From an optimization exercise on the open Yosys and OpenROAD flow, aimed at small area, a short achievable clock period and few clock cycles per item; shortcuts taken in it are not production practice.
Where RTL was checked, it was by simulation tests only, not by an equivalence proof against the original.
Function not checked in run 2: the RTL went through the layout flow alone.

==> flow/design.v, too long to show whole: its modules and the start of the top module <==
// module srgen: 2891 lines
// module srgen_fa: 10 lines
module srgen (
    input  wire        clk,
    input  wire        rst,
    input  wire        cfg_valid,
    output wire        cfg_ready,
    input  wire [63:0] cfg_key,
    input  wire [31:0] cfg_site,
    input  wire [31:0] cfg_step,
    output reg         out_valid,
    input  wire        out_ready,
    output reg  [63:0] out_word
);
  // ...
==> flow/flow/run.sh <==
#!/bin/bash
# The standard layout (standard.sh) with the resizer's setup repair aiming
# for slack well above zero at the design's clock period; the SDC is the standard flow's,
# unchanged. Ports are buffered with buf_2 rather than the smallest buffer.
export SETUP_SLACK_MARGIN=21
export BUFFER_PORTS_ARGS="-buffer_cell sky130_fd_sc_hd__buf_2"
bash standard.sh > standard_flow.log 2>&1
==> flow/standard.sh <==
#!/bin/bash
# synth_recipe.tcl (not shown) runs the flow's synth.tcl, then flattens the netlist and writes it again
# the make line also repeats each setting of config.mk as NAME=value (left out here)
make -C /OpenROAD-flow-scripts/flow DESIGN_CONFIG=/design/flow/config.mk WORK_HOME=/design/flow/orfs CLKGATE_MAP_FILE= SYNTH_SCRIPT=/design/flow/synth_recipe.tcl "${@:-finish}"
==> flow/config.mk <==
export PLATFORM = sky130hd
export DESIGN_NAME = srgen
export DESIGN_NICKNAME = srgen
export VERILOG_FILES = /design/flow/design.v
export SDC_FILE = /design/flow/constraint.sdc
export NUM_CORES = 4
export LEC_CHECK = 0
export CAP_MARGIN = 40
export CORE_MARGIN = 2
export CORE_UTILIZATION = 55
export SLEW_MARGIN = 50
export SYNTH_HIERARCHICAL = 1
export SYNTH_MINIMUM_KEEP_SIZE = 0
==> flow/constraint.sdc <==
create_clock -name core_clock -period 28.0 [get_ports {clk}]
set_input_delay 5.6000 -clock core_clock [delete_from_list [all_inputs] [get_ports {clk}]]
set_output_delay 5.6000 -clock core_clock [all_outputs]
set_load 0.01 [all_outputs]
==> notes.md, run 1 <==
* Status: complete, no violations
* TritonCTS clock tree: yes
* Setup bufs post-CTS at 71
* Share of cells above drive strength 1 at 17.9%
* Hpwl dp at 163 mm
* Setup TNS at 0 ps
* Most frequent cells in the layout: fa_1 (1356), inv_1 (204), a21oi_1 (203), ha_1 (200), buf_2 (199)
* Met1 Track Usage GR at approximately 57%
* GRT overflow at 0
* Largest net degree at the start of global routing at 69
* Top Family by Delay on Critical Path: flip-flops
* Hold path cells at 1
* Cell Count Post-Placement at 5747
* Rows at approximately 110
* Clock buf count at 48
* Via count at 38200
* Skew-Pair Late Insertion Delay at roughly 640 ps
* Critical Path Stages at 1
* CP endpoint: out_word[54]
* Nets at 6380
* Synthesized area at 51900 µm²
* Gr usage total at a little over two fifths
* DR WL met2 at 88.4 mm
* Xor/xnor share of the synthesized area at 6.96%
* Dpl ws at 20300 ps
* CP required at 22400 ps
* WHS Endpoint: ph[4]
* CP Launch Type: flop
* Max-Cap Viols at 0
* Synth Warn # at 7
* Die width at 311 µm
* M3 GR Usage at 12.5%
* Tapcells at 1254
* Crit. End Element: output port
* 1st-pass router iterations at 6
Testbench counts, summed over its fixed seeds: cycles 13,345, items 10,457.
==> run 2, diff against run 1 <==
--- a/flow/design.v
+++ b/flow/design.v
@@ -6,21 +6,20 @@
     input  wire [63:0] cfg_key,
     input  wire [31:0] cfg_site,
     input  wire [31:0] cfg_step,
     output reg         out_valid,
     input  wire        out_ready,
     output reg  [63:0] out_word
 );
     localparam [63:0] PHI = 64'h9E37_79B9_7F4A_7C15;
-    reg  [7:0]  ph;
+    reg  [6:0]  ph;
     reg         run;         
     reg         rwd;
     reg         rpl;
-    reg  [31:0] site_q;
     reg  [7:0]  sbyte;
     reg  [63:0] tphi;
     reg  [63:0] zin;
     reg  [63:0] mid;
     wire idle = ~|ph;
     wire start = idle & cfg_valid;
     assign cfg_ready = ph[2];
     wire adv = ~out_valid | out_ready;
@@ -2851,44 +2850,43 @@
     wire th_256 = tacc[55] | nsb[6];
     wire th_257, th_258;
 srgen_fa u_th_257 (.a(sb[2]), .b(sb[0]), .c(th_250), .s(th_257), .co(th_258));
     wire th_259, th_260;
 srgen_fa u_th_259 (.a(th_255), .b(th_252), .c(th_257), .s(th_259), .co(th_260));
     wire [63:0] th_r0 = {th_259, th_253, th_247, th_241, th_234, th_230, th_226, th_225, th_218, th_217, th_213, th_209, th_205, th_201, th_197, th_190, th_189, th_182, th_176, th_170, th_164, th_158, th_152, th_146, th_140, th_134, th_130, th_126, th_122, th_118, th_117, th_113, th_109, th_105, th_103, th_99, th_95, th_91, th_85, th_79, th_71, th_63, th_50, th_49, th_43, th_34, th_33, th_28, th_27, th_25, th_23, th_21, th_19, th_15, th_10, th_8, th_6, th_4, th_2, th_1, sb[3], sb[2], sb[1], sb[0]};
     wire [63:0] th_r1 = {th_254, 1'b0, 1'b0, th_238, th_237, th_233, th_229, th_222, th_221, th_214, 1'b0, 1'b0, 1'b0, 1'b0, 1'b0, th_193, th_186, th_185, th_181, th_175, th_169, th_163, th_157, th_151, th_145, th_139, th_133, th_129, th_125, th_121, th_114, 1'b0, 1'b0, th_104, 1'b0, 1'b0, th_92, 1'b0, th_80, 1'b0, 1'b0, 1'b0, th_55, th_44, 1'b0, th_37, 1'b0, th_29, th_26, 1'b0, 1'b0, th_20, 1'b0, 1'b0, th_11, th_9, th_7, th_5, th_3, 1'b0, sb[1], sb[0], 1'b0, 1'b0};
     wire [63:0] tnext = th_r0 + th_r1;
-    wire [63:0] inc_in = ph[0] ? {32'd0, site_q} : zin;
-    wire [63:0] inc = inc_in + (rwd ? -(PHI + PHI) : PHI);
-    wire        selb = ph[2] | ph[4] | ph[6];
-    wire [63:0] xmask = ph[2] ? cfg_key : (ph[4] ? tphi : 64'd0);
+    wire [63:0] inc = zin + (rwd ? -(PHI + PHI) : PHI);
+    wire [63:0] sphi = {32'd0, cfg_site} + PHI;
+    wire        selb = ph[1] | ph[3] | ph[5];
+    wire [63:0] xmask = ph[1] ? cfg_key : (ph[3] ? tnext : 64'd0);
     always @(posedge clk) begin
-        site_q <= cfg_site;
         case (1'b1)
             ph[0]:   sbyte <= cfg_step[23:16];
             ph[1]:   sbyte <= cfg_step[15:8];
             ph[2]:   sbyte <= cfg_step[7:0];
             default: sbyte <= cfg_step[31:24];
         endcase
         tphi <= tnext;
-        zin <= selb ? (wb ^ xmask) : inc;
+        zin <= start ? sphi : (selb ? (wb ^ xmask) : inc);
         mid <= q1;
         if (adv) out_word <= wb;
         if (rst) begin
-            ph        <= 8'd0;
+            ph        <= 7'd0;
             run       <= 1'b0;
             rwd       <= 1'b0;
             rpl       <= 1'b0;
             out_valid <= 1'b0;
         end else begin
-            ph  <= {ph[6:3], ph[2] & cfg_valid, ph[1:0], start};
+            ph  <= {ph[5:3], ph[2] & cfg_valid, ph[1:0], start};
             rwd <= sync & ~start & ~adv;
             rpl <= rwd & ~start;
             if (start) run <= 1'b0;
-            else if (ph[7]) run <= 1'b1;
+            else if (ph[6]) run <= 1'b1;
             if (sync & ~start) out_valid <= 1'b1;
             else out_valid <= out_valid & ~out_ready & ~ph[2];
         end
     end
 endmodule
 module srgen_fa (
     input  wire a,
     input  wire b,
==> run 2 against run 1 <==
Against the previous run:
- sequential share of layout area fell by 1.2 points
- die area fell by 3.2%
- synthesized cell count fell by 2.9%
- cell count fell by 2.5%
- first-iteration DRC count fell by 0.75%
- routed wire length fell by 2.7%
- global-route usage rose by 0.46 points
- utilization rose by 1.6 points
- count of clock-buffer cells in the layout fell by 6
- fmax fell by 3.9%
- worst setup slack got worse by 290 ps
- critical path type is now in2reg
==> notes.md, run 2 <==
* Status: complete, no violations
* 1st-pass router iterations at 7 (+1)
* Top Family by Delay on Critical Path: compound AO/OA/AOI/OAI gates
* Filler cells at 7142
* Min Tclk post-route at 7240 ps
* Clk_skew at 73.5 ps
* Synth top cells by count: fa_1 (1363), inv_1 (278), xnor2_1 (223), a21oi_1 (212), ha_1 (209)
* Slowest stage delay, CP at 380 ps
* Core ar. at between 90000 and 100000 µm²
* EDFF count, synth at 64
* Cell Count, Final, Fillers Out at about 5800
* Share of the synthesized area in the top cell type at 54.3%
* Vias in the first global route at between 30000 and 40000
* Clock sink count at 267
* Setup crit start: cfg_site[12]
* Crit. End Element: flop
* Inserted Clock Buffers at 34
* Fin. Hold Viols at 0
* First-pass GRT wire length at 281 mm
* Syn nets at 5889
* # DRC at 0
* CP dominant cell by count: o21ai_2
* Reg2reg start: mid[29]
* Synthesized area at 50300 µm² (-3.2%)
* Max-Cap Viols at 0 (unchanged)
* TritonCTS clock tree: yes
* Initial antenna violation count at 14
* DRT antenna net count at 0
* Final setup vio count at 0
* Crit Path Max Fanout at 3
* # H-tree levels at 2
* Die height at 306 µm
* CTS Hold Buffers Added at 0
* Post-detailed-route wirelength per cell at about 34 µm
* Synth Register Bits at 267
* Via count at 37200 (-2.6%)
* Skew-Pair Late Insertion Delay at 590 ps (-50 ps)
* Initial Utilization at 55.7%
* First DRT Iteration DRCs at 4380
* Hpwl dp at 158 mm (-2.8%)
* Area contributors post-synth: fa_1 (54%), dfxtp_1 (8.1%), ha_1 (5.2%), xnor2_1 (3.9%), edfxtp_1 (3.8%)
* Top flop regs: mid: 64 flops, out_word: 64 flops, zin: 64 flops
* Rows at 110 (-1.8%)
* Cells after synthesis at around 4200
* CP cell instances: buf_6 > or3_4 > nor3_4 > o21ai_2 > a31oi_2 > o21ai_2 > a31o_4 > a21oi_4 > nor3b_4 > xnor2_1 > a211oi_1 > a21oi_1
* Multi-input logic area at 44400 µm²
* Slew Viols, Final at 0
* Sequential share of the synthesized area at 11.9%
* Rel. slew slack at 45.9%
* Via density at 6.39
* Gr usage total at 42.9% (+0.46 points)
* Routability Congestion at 1.02
* Port-buffer cells at 197
* Fin crit share at 25.9%
* GRT overflow at 0 (unchanged)
* Unrepaired setup endpoints after global routing: true
* CP Class: in2reg
* Async set-or-reset flop fraction in the synthesized netlist at 0%
* Most frequent cells in the layout: fa_1 (1355), buf_4 (221), inv_1 (207), ha_1 (204), a21oi_1 (201)
* CP Launch Type: primary input
* Count leader, synth: fa_1
* Min-delay src: ph[4]
* Worst Max-Slew Pin Slew at 811 ps
* Synth Warn # at 7 (unchanged)
* Dominant synthesized flop cell: dfxtp_1
* CP max-delay cell: or3_4
* Worst path bufs/invs at 1
* Nets at 6317 (-0.99%)
* Worst EP arrival at 7680 ps
* CTS Root Cell: clkbuf_16
* Area delta synth->final at 15.6%
* I/O Pins at 198
* Hold Path Class: reg2reg
* Die width at 306 µm (-1.6%)
* DIE AREA at 93900 µm²
* Cell taking the most area after synthesis: fa_1
* Max Fclk at 138 MHz
* Critical Path Stages at 12 (+11)
* Hold path cells at 1 (unchanged)
* Most common cell after layout, fill and taps aside: fa_1
* CP required at 28440 ps (+6040 ps)
* Max Root-Sink Buffers at 3
* Register Area at 6120 µm²
* Share of cells above drive strength 1 at 19.8% (+1.9 points)
* Cell Count Post-Placement at 5578 (-2.9%)
* Largest net degree at the start of global routing at 67 (-2.9%)
* Syn avg cell area at 12.0 µm²
* Library cells used by synthesis at around 110
* Clk slew on worst S/H paths at 60 ps
* Setup TNS at 0 ps (unchanged)
* Reg2reg path depth at 21
* Drt total wl at 196 mm
## run 2: cell families after synthesis
logic type / count (synthesis) / synth area share [%]
AOI/OAI and AO/OA: 774 / 10.3
xor gates and xnor gates: 429 / 7.71
adders and majority gates: 1572 / 59.5
buffers and inverters: 375 / 2.82
DFF: 267 / 11.9
muxes: 16 / 0.326
and+or+nand+nor: 752 / 7.45
## run 2: per-stage QoR
step	cell area, µm²	util, %	hold slack, ps	setup WS [ps]
2_1_floorplan	50600	-	440	20370
3_3_place_gp	53600	59.3	468	19810
3_5_place_dp	53800	59.6	465	19660
4_1_cts	56700	62.8	477	20800
5_1_grt	58100	64.4	497	20610
6_report	58200	64.4	478	20760
## run 2: what timing repair did
action                     CTS  global route
setup endpoints to repair  137            91
buffers inserted            88            86
gates resized for setup    227           156
pin swaps                   44            33
## run 2: final timing paths
check / endpoint / slack [ps]
min: ph[5] / 480
max reg2reg: zin[31] / 20910
max: zin[31] / 20760
min reg2reg: ph[5] / 480
## run 2: cell type report
| type | instances | share of cell area [%] |
|---|---|---|
| flip-flops and latches | 267 | 10.5 |
| well taps | 1176 | 2.53 |
| diodes | 2 | 0.00861 |
| repair buffers | 489 | 6.35 |
| clock inverters | 19 | 0.478 |
| multi-input cells | 3543 | 76.4 |
| inverters | 278 | 2.15 |
| clock buffers | 42 | 1.58 |
## run 2: per-module statistics from Yosys (local to each module, per instance)
| module | cells | times used | area, µm² | flops+latches |
|---|---|---|---|---|
| srgen_fa | 1 | 1360 | 20.0 | 0 |
| srgen | 2825 | 1 | 23100 | 267 |
## run 2: per-layer routing
| metal | global-route usage (%) | share of wire, % | up-vias |
|---|---|---|---|
| met4 | 19.4 | 5.4 | 10 |
| met5 | 0.465 | 0.063 | - |
| met3 | 11.8 | 12 | 510 |
| met2 | 64.3 | 45 | 2417 |
| met1 | 58.9 | 38 | 19400 |
| li1 | - | - | 14800 |

afterwards: timing with drivers on the ports:
The results above use ideal ports. As a check the final layouts listed here were re-extracted and re-timed, cells and wires unchanged. Step 1, drivers: a clkbuf_16 drives clk and a buf_2 each remaining input, both assumed. Step 2, shift: input delay + t, output delay - t, t = (earliest + latest rising clock arrival at the registers) / 2. This alone moves slack from input paths to output paths. a / b / c = ideal / step 1 / step 2; a / b = the first two.
run | shift t [ns] | slack for setup (ns) | worst hold slack (ns) | latest minus earliest clock arrival (ns)
run 1 | 0.690 | 21.042 / 20.967 / 20.896 | 0.461 / 0.461 / 0.461 | 0.052 / 0.052
run 2 | 0.625 | 20.757 / 20.790 / 20.165 | 0.478 / 0.478 / 0.478 | 0.073 / 0.073
After both steps every run listed still meets setup and hold. For run 2, which loses most, drivers alone change the setup slack by +0.033 ns; drivers and shift together by -0.592 ns.
